This design comes from an exercise in tuning for small area, a short achievable clock period and few clock cycles per item on the open sky130 flow, not from production work. Only simulation tests tie the RTL to the original design; equivalence was not proved.

==> flow/design.v (outline; a module is shown in full before it is edited, if it fits) <==
// module layer_blend: 1104 lines
// module lb_fa: 4 lines
// module lb_ha: 4 lines
module layer_blend (
    input  wire        clk,
    input  wire        rst,
    input  wire        cfg_we,
    input  wire        cfg_addr,
    input  wire [31:0] cfg_wdata,
    input  wire        in_valid,
    output wire        in_ready,
    input  wire [11:0] fg_y,
    input  wire [11:0] fg_cb,
    input  wire [11:0] fg_cr,
    input  wire [10:0] fg_a,
    input  wire [11:0] key_y,
    input  wire [11:0] bg_y,
    input  wire [11:0] bg_cb,
    input  wire [11:0] bg_cr,
    output reg         out_valid,
    input  wire        out_ready,
    output reg  [11:0] out_y,
    output reg  [11:0] out_cb,
    output reg  [11:0] out_cr
);
  // ...
==> flow/flow/run.sh <==
#!/bin/bash
# The standard layout, with plain buf_2 cells as the port buffers instead of
# the delay buffers that buffer_ports picks by default.
set -euo pipefail
export BUFFER_PORTS_ARGS="-buffer_cell sky130_fd_sc_hd__buf_2"
bash standard.sh > standard_flow.log 2>&1
==> flow/standard.sh <==
#!/bin/bash
# synth_recipe.tcl (not shown) runs the flow's synth.tcl, then flattens the netlist and writes it again
# the make line also repeats each setting of config.mk as NAME=value (left out here)
make -C /OpenROAD-flow-scripts/flow DESIGN_CONFIG=/design/flow/config.mk WORK_HOME=/design/flow/orfs CLKGATE_MAP_FILE= SYNTH_SCRIPT=/design/flow/synth_recipe.tcl "${@:-finish}"
==> flow/config.mk <==
export PLATFORM = sky130hd
export DESIGN_NAME = layer_blend
export DESIGN_NICKNAME = layer_blend
export VERILOG_FILES = /design/flow/design.v
export SDC_FILE = /design/flow/constraint.sdc
export NUM_CORES = 4
export LEC_CHECK = 0
export ABC_AREA = 1
export CAP_MARGIN = 0
export CORE_MARGIN = 2
export CORE_UTILIZATION = 40
export CTS_CLUSTER_DIAMETER = 80
export CTS_CLUSTER_SIZE = 22
export SLEW_MARGIN = 0
export SYNTH_HIERARCHICAL = 1
export SYNTH_MINIMUM_KEEP_SIZE = 0
==> flow/constraint.sdc <==
create_clock -name core_clock -period 95.0 [get_ports {clk}]
set_input_delay 19.0000 -clock core_clock [delete_from_list [all_inputs] [get_ports {clk}]]
set_output_delay 19.0000 -clock core_clock [all_outputs]
set_load 0.01 [all_outputs]
==> results.sh, run 1 <==
export IMPL_status="no timing/DRC/antenna violations"
export IMPL_rrSetupSlack_ns=80.34
export IMPL_worstMarginPinSlew_ns=1.202
export IMPL_crit_path_max_fanout=1
export IMPL_whs_ns=0.3968
export IMPL_multi_input_gates=3107
export IMPL_synthFlopType="edfxtp_1"
export IMPL_fin_skew_ns=0.02988
export IMPL_synth_compound_gate_area_share_pct=10.54
export IMPL_min_delay_start="r1_by[8]"
export IMPL_num_clock_buffers=32
export IMPL_final_cells=5252
export IMPL_min_to="r2_by[8]"
export IMPL_cts_reportedPaths_clkPinSlew_ns=0.10
export IMPL_met1_length_mm=43.44
export IMPL_dp_cells=5207
export IMPL_die_w_um=305.3
export IMPL_cts_buffers=28
export IMPL_final_clk_cell_share_pct=2.429
export IMPL_yosys_warnings=7
export IMPL_antenna_found_initial=1
export IMPL_fin_crit_sh_pct=21.28
export IMPL_worstSetupEndpointType="output port"
export IMPL_globalplace_congestion=0.8769
export IMPL_crit_arrival_ns=1.22
Testbench counts, summed over its fixed seeds: cycles 24,768, items 24,576.
==> run 2: changes to the inputs <==
--- a/flow/config.mk
+++ b/flow/config.mk
@@ -9,5 +9,5 @@
 export CAP_MARGIN = 0
 export CORE_MARGIN = 2
-export CORE_UTILIZATION = 40
+export CORE_UTILIZATION = 60
 export CTS_CLUSTER_DIAMETER = 80
 export CTS_CLUSTER_SIZE = 22
==> results.sh, run 2 <==
export IMPL_use_met1_pct=47.06
export IMPL_fin_ws_ns=74.82
export IMPL_worstMarginPinSlew_ns=1.502
export IMPL_die_height_um=250.0
export IMPL_rrSetupSlack_ns=79.28
export IMPL_post_route_util_pct=64.55
export IMPL_final_common_cell="nor2_1"
export IMPL_num_rows=90
export IMPL_worstSetupEndpointType="register"
export IMPL_crit_path_max_fanout=36
export IMPL_worstReg2RegStart="key_lo[0]"
export IMPL_clock_latency_ns=0.61
export IMPL_finalHoldViolations=0
export IMPL_cts_tree="built"
export IMPL_postCtsSetupRepairBufs=0
export IMPL_max_freq_mhz=49.55
export IMPL_ys_seq_area_share_pct=28.86
export IMPL_synth_edf_count=295
export IMPL_drc=0
export IMPL_top_usage_layer="met1"
export IMPL_core_um2=60130
export IMPL_vias=28140
export IMPL_critPathLaunch="cfg_addr"
export IMPL_start_util_pct=60.39
export IMPL_globalplace_congestion=0.9335
export IMPL_hpwl_mm=71.28
export IMPL_synth_top_cell_by_area="edfxtp_1"
export IMPL_r2r_end="r2_rb"
export IMPL_syn_area_um2=36310
export IMPL_die_w_um=250.0
export IMPL_die_area_um2=62510
export IMPL_drt_first_pass_iters=5
export IMPL_drtIter0Drc=2354
export IMPL_ys_ff_latch=376
export IMPL_cp_endpoint="key_hi[5]"
export IMPL_fin_skew_ns=0.02237
export IMPL_rsz0062_at_grt="no"
export IMPL_min_period_ns=20.18
export IMPL_grt_pass1_vias=27930
export IMPL_synth_area_per_cell_um2=9.173
export IMPL_io_buffers=164
export IMPL_slew_headroom_pct=-0.1525
export IMPL_grt_remaining_overflow=0
export IMPL_failed_checks="max-capacitance violations, max-slew violations"
export IMPL_synthFlopType="edfxtp_1"
export IMPL_hold_path_class="register to register"
export IMPL_finalSetupTns_ns=0
export IMPL_antenna_found_initial=2
export IMPL_wirelength_mm=91.07
export IMPL_syn_inst=3959
export IMPL_hold_buffers=0
export IMPL_cts_sinks=376
export IMPL_synth_commonest_cells="661 x nor2_1, 630 x nand2_1, 422 x fa_1, 301 x ha_1, 300 x inv_1"
export IMPL_cts_reportedPaths_clkPinSlew_ns=0.08
export IMPL_maxSlewViolCount=11
export IMPL_cts_max_level=1
export IMPL_async_flop_share_pct=0
export IMPL_routedWlPerCell_um=18.77
export IMPL_nets=4911
export IMPL_whs_ns=0.4193
export IMPL_drive_above_1_share_pct=9.386
export IMPL_synth_area_leaders="edfxtp_1 24%, fa_1 23%, ha_1 10%"
export IMPL_cts_buffers=27
export IMPL_cts_repair_resized=0
export IMPL_yosys_warnings=7
export IMPL_largest_reg_flops=36
export IMPL_root_buffer="clkbuf_16"
export IMPL_avgViaCountPerCell=5.799
export IMPL_grt_max_degree=104
export IMPL_finalSetupViolations=0
export IMPL_synth_top_cell_area_share_pct=24.39
export IMPL_reg2reg_depth=88
export IMPL_maxCapViolations=1
export IMPL_pre_cts_ws_ns=74.23
export IMPL_antennaDiodeCount=0
export IMPL_postPlaceCellArea_um2=37910
export IMPL_ios=171
export IMPL_startpoint_type="input pin"
export IMPL_critPathKind="input pin to register"
export IMPL_crit_arrival_ns=20.61
export IMPL_drtAntennaViolNets=0
export IMPL_worst_ep_required_time_ns=95.43
export IMPL_clockBufferDepth=3
export IMPL_met3_usage_pct=5.642
export IMPL_fillers=5055
export IMPL_regMostFlops="s_q"
export IMPL_status="failed layout checks"
export IMPL_synth_most_common_cell="nor2_1"
export IMPL_postLayoutCellArea_um2=38820
export IMPL_grt_usage_pct=29.75
export IMPL_grt_pass1_wl_mm=147.9
export IMPL_areaGrowthSynthToFinish_pct=6.891
export IMPL_final_cell_mix="661 x nor2_1, 628 x nand2_1, 422 x fa_1"
export IMPL_met2_usage_pct=42.52
export IMPL_fin_crit_sh_pct=21.24
export IMPL_synth_distinct_cells=71
## run 2: cell counts after synthesis
Identical to the previous run, type by type.
## run 2: layer usage
metal	vias to the layer above	routed length (um)
li1	13310	-
met1	13630	43540
met5	-	13
met3	113	7990
met4	2	1855
met2	1089	37660
## run 2: layout make-up
class / count / area (um2) / area share, %
well taps: 782 / 978.4 / 2.521
flip-flops and latches: 376 / 10480 / 27.01
inverters: 327 / 1240 / 3.194
clock inverters: 14 / 195.2 / 0.5028
multi-input cells: 3107 / 24000 / 61.83
repair buffers: 216 / 1211 / 3.120
clock buffers: 30 / 708.2 / 1.824
## run 2: how the worst min path moves through the flow
| stage | to | startpoint | depth (start not counted) | slack (ns) |
|---|---|---|---|---|
| after floorplan | r1_bcb[0] | r0_bcb[0] | 0 | 0.40 |
| after global routing | r2_bcb[10] | r1_bcb[10] | 0 | 0.43 |
| after CTS | r1_bcb[11] | r0_bcb[11] | 0 | 0.42 |
| after global placement | r1_bcb[5] | r0_bcb[5] | 0 | 0.40 |
| after detailed placement | r1_by[5] | r0_by[5] | 0 | 0.40 |
| final | r2_fcb[0] | r1_fcb[0] | 0 | 0.42 |
## run 2: modules after synthesis, one instance, submodules excluded
module,flops+latches,cells inside,cell area (um2),copies in the design
layer_blend,376,3506,27530,1
lb_ha,0,1,12.51,38
lb_fa,0,1,20.02,415
## run 2: cell families (layout without fill, tap and decap cells)
| logic type | after synthesis | count (layout) | share of synthesized area, % |
|---|---|---|---|
| and+or+nand+nor | 1554 | 1554 | 17.91 |
| adders and majority gates | 723 | 723 | 33.63 |
| AOI/OAI and AO/OA | 663 | 663 | 10.54 |
| buffers and inverters | 482 | 587 | 5.185 |
| DFF | 376 | 376 | 28.86 |
| xor gates and xnor gates | 160 | 160 | 3.859 |
| other | 1 | 7 | 0.01033 |
## run 2: worst max-delay path: stages
cell      delay [ns]
buf_2           0.10
nand2_1         0.71
inv_1           0.49
nand2_1         0.19
o211ai_1        0.10
## run 2: stage by stage
step | std cells
floorplan | 3965
global placement | 4808
detailed placement | 4808
CTS | 4852
global route | 4852
finish | 4852

-- port drivers added, routing unchanged --
How much do the figures lean on ideal ports? The routed layouts below were timed once more, with nothing changed but the port constraints. Step 1 (the two cells are an assumption about what drives the block):
set clk [get_ports {clk}]
set_driving_cell -lib_cell sky130_fd_sc_hd__clkbuf_16 $clk
set_driving_cell -lib_cell sky130_fd_sc_hd__buf_2 [delete_from_list [all_inputs] $clk]
Step 2 times the ports against the registers' clock, not the clock port: input delays grow and output delays shrink by t, the midpoint of the rising clock arrivals with the driver on. Slacks: ideal / step 1 / step 2; pairs: ideal / step 1.
| run | t, ns | slack for setup (ns) | worst setup path after step 2 | worst register clock-pin slew, ns |
|---|---|---|---|---|
| run 1 | 0.692 | 74.781 / 74.711 / 74.387 | input to register | 0.10 / 0.10 |
| run 2 | 0.659 | 74.820 / 74.768 / 74.204 | input to register | 0.09 / 0.09 |
For run 2, which loses most, drivers alone change the setup slack by -0.052 ns; drivers and shift together by -0.616 ns.
